Source: an optimization exercise on an open RTL-to-GDS flow (aim: small area, a short achievable clock period and few clock cycles per item). Production flows keep margins and buffers that such runs may drop. In this exercise RTL edits were held to simulation tests only and were not proved equivalent to the original. Power figures rest on the tool's default switching activity, not on a simulated workload.

==> try-xenon <==
// rs_parity
module rs_parity (
    input  wire         clk,
    input  wire         rst,         
    input  wire         in_valid,
    output reg          in_ready,
    input  wire [31:0]  in_data,     
    input  wire [4:0]   in_k,        
    input  wire [3:0]   in_m,        
    output reg          out_valid,
    input  wire         out_ready,
    output wire [255:0] out_data     
);
Settings: LEC_CHECK=0, CAP_MARGIN=30, CORE_MARGIN=2, CORE_UTILIZATION=30, CTS_CLUSTER_DIAMETER=100, CTS_CLUSTER_SIZE=24, SLEW_MARGIN=30, SYNTH_HIERARCHICAL=1; clock period 12.0 ns.
standard.sh (not shown) runs the stock make flow with config.mk's settings and CLKGATE_MAP_FILE= SYNTH_SCRIPT=/design/flow/synth_recipe.tcl, a recipe that flattens the netlist after the stock synthesis.
==> flow/flow/run.sh <==
#!/bin/bash
# Layout: the standard flow (standard.sh), with these changes:
#  - every port still gets its buffer, but buffer_ports starts from buf_2;
set -euo pipefail
W=$PWD
export MY_ABC_SCRIPT=$W/flow/map.abc
bash standard.sh SYNTH_SCRIPT=$W/flow/synth.tcl \
  "BUFFER_PORTS_ARGS=-buffer_cell sky130_fd_sc_hd__buf_2" \
  SETUP_SLACK_MARGIN=8.4 finish > standard_flow.log 2>&1
==> flow/flow/map.abc <==
strash
&get -n
&fraig -x
&put
dc2
strash
&get -n
&dch -f
&nf -D 3000
&put
==> flow/flow/synth.tcl <==
proc synth {args} { yosys synth -nofsm -noshare {*}$args }
# ORFS's synth.tcl as it is, except that its ABC call uses the script MY_ABC_SCRIPT
set my_fh [open $::env(SCRIPTS_DIR)/synth.tcl r]
set my_txt [read $my_fh]
close $my_fh
set my_txt [string map [list {source $::env(SCRIPTS_DIR)/synth_preamble.tcl} \
  "source \$::env(SCRIPTS_DIR)/synth_preamble.tcl\nlset abc_args 1 \$::env(MY_ABC_SCRIPT)"] $my_txt]
uplevel #0 $my_txt
# left out here: clear keep_hierarchy, flatten, clean up, hide names made inside functions, write 1_2_yosys.v
==> try-zinc (differences from try-xenon) <==
==> flow/design.v (replaced) <==
module rs_parity (
    input  wire         clk,
    input  wire         rst,         
    input  wire         in_valid,
    output reg          in_ready,
    input  wire [31:0]  in_data,     
    input  wire [4:0]   in_k,        
    input  wire [3:0]   in_m,        
    output reg          out_valid,
    input  wire         out_ready,
    output wire [255:0] out_data     
);
    function [7:0] gf_mul;
        input [7:0] a;
        input [7:0] b;
        integer i;
        reg [7:0] p;
        reg [7:0] x;
        begin
            p = 8'h00;
            x = a;
            for (i = 0; i < 8; i = i + 1) begin
                if (b[i])
                    p = p ^ x;
                x = {x[6:0], 1'b0} ^ (x[7] ? 8'h1D : 8'h00);
            end
            gf_mul = p;
        end
    endfunction
    function [7:0] gf_inv5;
        input [4:0] a;
        begin
            case (a)
                5'd1:  gf_inv5 = 8'h01;
                5'd2:  gf_inv5 = 8'h8e;
                5'd3:  gf_inv5 = 8'hf4;
                5'd4:  gf_inv5 = 8'h47;
                5'd5:  gf_inv5 = 8'ha7;
                5'd6:  gf_inv5 = 8'h7a;
                5'd7:  gf_inv5 = 8'hba;
                5'd8:  gf_inv5 = 8'had;
                5'd9:  gf_inv5 = 8'h9d;
                5'd10: gf_inv5 = 8'hdd;
                5'd11: gf_inv5 = 8'h98;
                5'd12: gf_inv5 = 8'h3d;
                5'd13: gf_inv5 = 8'haa;
                5'd14: gf_inv5 = 8'h5d;
                5'd15: gf_inv5 = 8'h96;
                5'd16: gf_inv5 = 8'hd8;
                5'd17: gf_inv5 = 8'h72;
                5'd18: gf_inv5 = 8'hc0;
                5'd19: gf_inv5 = 8'h58;
                5'd20: gf_inv5 = 8'he0;
                5'd21: gf_inv5 = 8'h3e;
                5'd22: gf_inv5 = 8'h4c;
                5'd23: gf_inv5 = 8'h66;
                5'd24: gf_inv5 = 8'h90;
                5'd25: gf_inv5 = 8'hde;
                5'd26: gf_inv5 = 8'h55;
                5'd27: gf_inv5 = 8'h80;
                5'd28: gf_inv5 = 8'ha0;
                5'd29: gf_inv5 = 8'h83;
                5'd30: gf_inv5 = 8'h4b;
                5'd31: gf_inv5 = 8'h2a;
                default: gf_inv5 = 8'h00;
            endcase
        end
    endfunction
    reg          i_first;    
    reg  [4:0]   i_rem;      
    reg  [4:0]   i_base;     
    reg  [3:0]   i_m;        
    wire         take   = in_valid && in_ready;
    wire         n_last = i_first ? (in_k == 5'd1) : (i_rem == 5'd1);
    wire [4:0]   n_base = i_first ? {1'b0, in_m} : i_base + 5'd1;
    wire [3:0]   n_m    = i_first ? in_m : i_m;
    reg          hv, tv;
    reg  [31:0]  hd, td;
    reg  [4:0]   hb, tb;     
    reg  [3:0]   hm, tm;     
    reg          hf, tf;     
    reg          hl, tl;     
    reg          hg, tg;     
    reg          hh;         
    reg  [7:0]   cr [0:3];   
    wire         proc   = hv && !(out_valid && !out_ready);
    wire         h_done = proc && (hh || !hg);
    wire         h_free = !hv || h_done;
    reg  [255:0] acc;
    assign out_data = acc;
    reg  [7:0]   prod [0:3][0:3];
    reg  [255:0] acc_next;
    wire         clr  = proc && hf && !hh;
    wire         g_lo = proc && !hh;
    wire         g_hi = proc && hh;
    integer q, t;
    always @(*) begin
        for (q = 0; q < 4; q = q + 1)
            for (t = 0; t < 4; t = t + 1)
                prod[q][t] = gf_mul(hd[8*t +: 8], cr[q]);
        acc_next = clr ? 256'd0 : acc;
        for (q = 0; q < 4; q = q + 1)
            for (t = 0; t < 4; t = t + 1) begin
                acc_next[32*q + 8*t +: 8] = acc_next[32*q + 8*t +: 8]
                                          ^ (g_lo ? prod[q][t] : 8'h00);
                acc_next[32*(q+4) + 8*t +: 8] = acc_next[32*(q+4) + 8*t +: 8]
                                          ^ (g_hi ? prod[q][t] : 8'h00);
            end
    end
    always @(posedge clk)
        acc <= acc_next;
    reg          hv_n, tv_n;
    reg  [4:0]   c_base;
    reg  [3:0]   c_m;
    reg          c_half;
    always @(*) begin
        if (h_free)
            hv_n = tv || take;
        else
            hv_n = 1'b1;
        if (h_free)
            tv_n = tv && take;
        else
            tv_n = tv || take;
    end
    always @(*) begin
        if (hv && hg && !hh) begin
            c_base = hb; c_m = hm; c_half = 1'b1;
        end else if (hv && tv) begin
            c_base = tb; c_m = tm; c_half = 1'b0;
        end else begin
            c_base = n_base; c_m = n_m; c_half = 1'b0;
        end
    end
    always @(posedge clk)
        if (!hv || proc)
            for (q = 0; q < 4; q = q + 1)
                cr[q] <= ((q + 4 * c_half) < c_m)
                       ? gf_inv5((q[4:0] + {2'b0, c_half, 2'b0}) ^ c_base) : 8'h00;
    always @(posedge clk) begin
        if (rst) begin
            i_first   <= 1'b1;
            hv        <= 1'b0;
            tv        <= 1'b0;
            hh        <= 1'b0;
            out_valid <= 1'b0;
            in_ready  <= 1'b1;
        end else begin
            hv       <= hv_n;
            tv       <= tv_n;
            in_ready <= !(hv_n && tv_n);
            if (h_done)
                hh <= 1'b0;
            else if (proc)
                hh <= 1'b1;
            if (h_done && hl)
                out_valid <= 1'b1;
            else if (out_ready)
                out_valid <= 1'b0;
            if (take)
                i_first <= n_last;
        end
    end
    always @(posedge clk) begin
        if (take) begin
            i_rem  <= i_first ? in_k - 5'd1 : i_rem - 5'd1;
            i_base <= n_base;
            i_m    <= n_m;
        end
        if (h_free) begin
            if (tv) begin
                hd <= td; hb <= tb; hm <= tm; hf <= tf; hl <= tl; hg <= tg;
            end else begin
                hd <= in_data; hb <= n_base; hm <= n_m; hf <= i_first; hl <= n_last;
                hg <= (n_m > 4'd4);
            end
        end
        if ((h_free && tv) || (!h_free && take)) begin
            td <= in_data; tb <= n_base; tm <= n_m; tf <= i_first; tl <= n_last;
            tg <= (n_m > 4'd4);
        end
    end
endmodule
==> flow/flow/run.sh (replaced) <==
#!/bin/bash
set -euo pipefail
bash standard.sh SETUP_SLACK_MARGIN=8.4 finish > standard_flow.log 2>&1
--- a/flow/config.mk
+++ b/flow/config.mk
@@ -6,9 +6,6 @@
 export NUM_CORES = 4
 export LEC_CHECK = 0
 export CAP_MARGIN = 30
 export CORE_MARGIN = 2
 export CORE_UTILIZATION = 30
-export CTS_CLUSTER_DIAMETER = 100
-export CTS_CLUSTER_SIZE = 24
 export SLEW_MARGIN = 30
-export SYNTH_HIERARCHICAL = 1
removed: flow/flow/map.abc
removed: flow/flow/synth.tcl
==> try-nickel (differences from try-xenon) <==
--- a/flow/design.v
+++ b/flow/design.v
@@ -47,26 +47,10 @@
                 5'd31: gf_inv5 = 8'h2a;
                 default: gf_inv5 = 8'h00;
             endcase
         end
     endfunction
-    function [7:0] gf_xk;
-        input [7:0] d;
-        input [2:0] k;
-        begin
-            case (k)
-                3'd0: gf_xk = {^(d & 8'h80), ^(d & 8'h40), ^(d & 8'h20), ^(d & 8'h10), ^(d & 8'h08), ^(d & 8'h04), ^(d & 8'h02), ^(d & 8'h01)};
-                3'd1: gf_xk = {^(d & 8'h40), ^(d & 8'h20), ^(d & 8'h10), ^(d & 8'h88), ^(d & 8'h84), ^(d & 8'h82), ^(d & 8'h01), ^(d & 8'h80)};
-                3'd2: gf_xk = {^(d & 8'h20), ^(d & 8'h10), ^(d & 8'h88), ^(d & 8'hc4), ^(d & 8'hc2), ^(d & 8'h41), ^(d & 8'h80), ^(d & 8'h40)};
-                3'd3: gf_xk = {^(d & 8'h10), ^(d & 8'h88), ^(d & 8'hc4), ^(d & 8'he2), ^(d & 8'h61), ^(d & 8'ha0), ^(d & 8'h40), ^(d & 8'h20)};
-                3'd4: gf_xk = {^(d & 8'h88), ^(d & 8'hc4), ^(d & 8'he2), ^(d & 8'h71), ^(d & 8'hb0), ^(d & 8'h50), ^(d & 8'h20), ^(d & 8'h10)};
-                3'd5: gf_xk = {^(d & 8'hc4), ^(d & 8'he2), ^(d & 8'h71), ^(d & 8'h38), ^(d & 8'hd8), ^(d & 8'ha8), ^(d & 8'h10), ^(d & 8'h88)};
-                3'd6: gf_xk = {^(d & 8'he2), ^(d & 8'h71), ^(d & 8'h38), ^(d & 8'h1c), ^(d & 8'h6c), ^(d & 8'hd4), ^(d & 8'h88), ^(d & 8'hc4)};
-                3'd7: gf_xk = {^(d & 8'h71), ^(d & 8'h38), ^(d & 8'h1c), ^(d & 8'h8e), ^(d & 8'h36), ^(d & 8'h6a), ^(d & 8'hc4), ^(d & 8'he2)};
-            endcase
-        end
-    endfunction
     reg          i_first;    
     reg  [4:0]   i_rem;      
     reg  [4:0]   i_nb;       
     reg  [3:0]   i_m;        
     wire         take   = in_valid && in_ready;
@@ -88,46 +72,36 @@
     reg  [255:0] acc;
     assign out_data = acc;
     reg  [7:0]   dx   [0:3][0:7];    
     reg  [7:0]   dxs  [0:3][0:3];    
     reg  [2:0]   sel  [0:3][0:3];    
-    wire [7:0]   pick [0:3][0:3][0:3];   
     reg  [7:0]   prod [0:3][0:3];
     reg  [255:0] acc_next;
     wire         clr  = proc && hf && !hh;
     wire         g_lo = proc && !hh;
     wire         g_hi = proc && hh;
     integer q, t, k, r;
     always @(*) begin
         for (t = 0; t < 4; t = t + 1) begin
-            for (k = 0; k < 8; k = k + 1)
-                dx[t][k] = gf_xk(hd[8*t +: 8], k[2:0]);
+            dx[t][0] = hd[8*t +: 8];
+            for (k = 1; k < 8; k = k + 1)
+                dx[t][k] = {dx[t][k-1][6:0], 1'b0} ^ (dx[t][k-1][7] ? 8'h1D : 8'h00);
             for (r = 0; r < 4; r = r + 1)
                 dxs[t][r] = dx[t][2*r] ^ dx[t][2*r+1];
         end
         for (q = 0; q < 4; q = q + 1)
             for (r = 0; r < 4; r = r + 1)
                 sel[q][r] = {cr[q][2*r] & cr[q][2*r+1], !cr[q][2*r] & cr[q][2*r+1],
                              cr[q][2*r] & !cr[q][2*r+1]};
-    end
-    genvar gq, gt, gr;
-    generate
-        for (gq = 0; gq < 4; gq = gq + 1) begin : g_q
-            for (gt = 0; gt < 4; gt = gt + 1) begin : g_t
-                for (gr = 0; gr < 4; gr = gr + 1) begin : g_r
-                    rs_pick u_pick (
-                        .a0(dx[gt][2*gr]), .a1(dx[gt][2*gr+1]), .a2(dxs[gt][gr]),
-                        .s(sel[gq][gr]), .y(pick[gq][gt][gr])
-                    );
-                end
+        for (q = 0; q < 4; q = q + 1)
+            for (t = 0; t < 4; t = t + 1) begin
+                prod[q][t] = 8'h00;
+                for (r = 0; r < 4; r = r + 1)
+                    prod[q][t] = prod[q][t] ^ ((dx[t][2*r]   & {8{sel[q][r][0]}})
+                                             | (dx[t][2*r+1] & {8{sel[q][r][1]}})
+                                             | (dxs[t][r]    & {8{sel[q][r][2]}}));
             end
-        end
-    endgenerate
-    always @(*) begin
-        for (q = 0; q < 4; q = q + 1)
-            for (t = 0; t < 4; t = t + 1)
-                prod[q][t] = pick[q][t][0] ^ pick[q][t][1] ^ pick[q][t][2] ^ pick[q][t][3];
         acc_next = clr ? 256'd0 : acc;
         for (q = 0; q < 4; q = q + 1)
             for (t = 0; t < 4; t = t + 1) begin
                 acc_next[32*q + 8*t +: 8] = acc_next[32*q + 8*t +: 8]
                                           ^ (g_lo ? prod[q][t] : 8'h00);
@@ -215,14 +189,5 @@
             td <= in_data; tb <= n_base; tf <= i_first; tl <= n_last;
             tg <= (n_m > 4'd4);
         end
     end
 endmodule
-module rs_pick (
-    input  wire [7:0] a0,
-    input  wire [7:0] a1,
-    input  wire [7:0] a2,
-    input  wire [2:0] s,
-    output wire [7:0] y
-);
-    assign y = ~((a0 & {8{s[0]}}) | (a1 & {8{s[1]}}) | (a2 & {8{s[2]}}));
-endmodule
--- a/flow/config.mk
+++ b/flow/config.mk
@@ -6,9 +6,8 @@
 export NUM_CORES = 4
 export LEC_CHECK = 0
 export CAP_MARGIN = 30
 export CORE_MARGIN = 2
 export CORE_UTILIZATION = 30
-export CTS_CLUSTER_DIAMETER = 100
-export CTS_CLUSTER_SIZE = 24
+export CTS_CLUSTER_DIAMETER = 120
+export CTS_CLUSTER_SIZE = 30
 export SLEW_MARGIN = 30
-export SYNTH_HIERARCHICAL = 1
==> notes <==
The highest die area belongs to try-zinc, the lowest to try-xenon.
The lowest clock skew belongs to try-xenon, the highest to try-zinc.
Against try-xenon, the flip-flop and latch count of try-zinc is higher by 4.
The lowest clock-buffer cell count belongs to try-nickel, the highest to try-zinc.
In try-zinc the sequential power is larger than in try-nickel, by 10%.
In first-iteration DRC count, try-xenon is at 2.8 times the value of try-nickel.
Fmax: try-zinc is lower than try-xenon (3.1%).
Core utilization: try-nickel is lower than try-zinc (1.4 points).
The lowest routed wire length belongs to try-nickel, the highest to try-zinc.
Testbench counts of try-xenon, summed over its fixed seeds: cycles 25,030, items 21,240.
Testbench counts of try-zinc, summed over its fixed seeds: cycles 25,030, items 21,240.
Testbench counts of try-nickel, summed over its fixed seeds: cycles 25,030, items 21,240.

[static timing again, ports no longer ideal]
Ports are ideal in the flow. The routed layouts listed here were re-timed in OpenROAD. Step 1: set_driving_cell puts a clkbuf_16 on clk and a buf_2 on each other input, an assumption about the parent block. Step 2 times the ports against the registers' clock, not the clock port: input delays grow and output delays shrink by t, the midpoint of the rising clock arrivals with the driver on. Slacks: ideal ports / drivers / drivers and shift; pairs: ideal ports / drivers.
run | t, ns | slack for setup (ns) | hold slack, ns | worst setup path at the end | cell pins on the clock port's net
try-xenon | 0.655 | 8.458 / 8.403 / 7.844 | 0.470 / 0.470 / 0.470 | input to register | 1
try-zinc | 0.700 | 8.345 / 8.368 / 7.669 | 0.466 / 0.466 / 0.466 | input to register | 1
try-nickel | 0.667 | 8.458 / 8.393 / 7.841 | 0.472 / 0.472 / 0.472 | input to register | 1
After both steps every run listed still meets setup and hold. The setup slack of try-zinc, which loses most, moves by +0.023 ns with the drivers and by -0.676 ns with both steps.
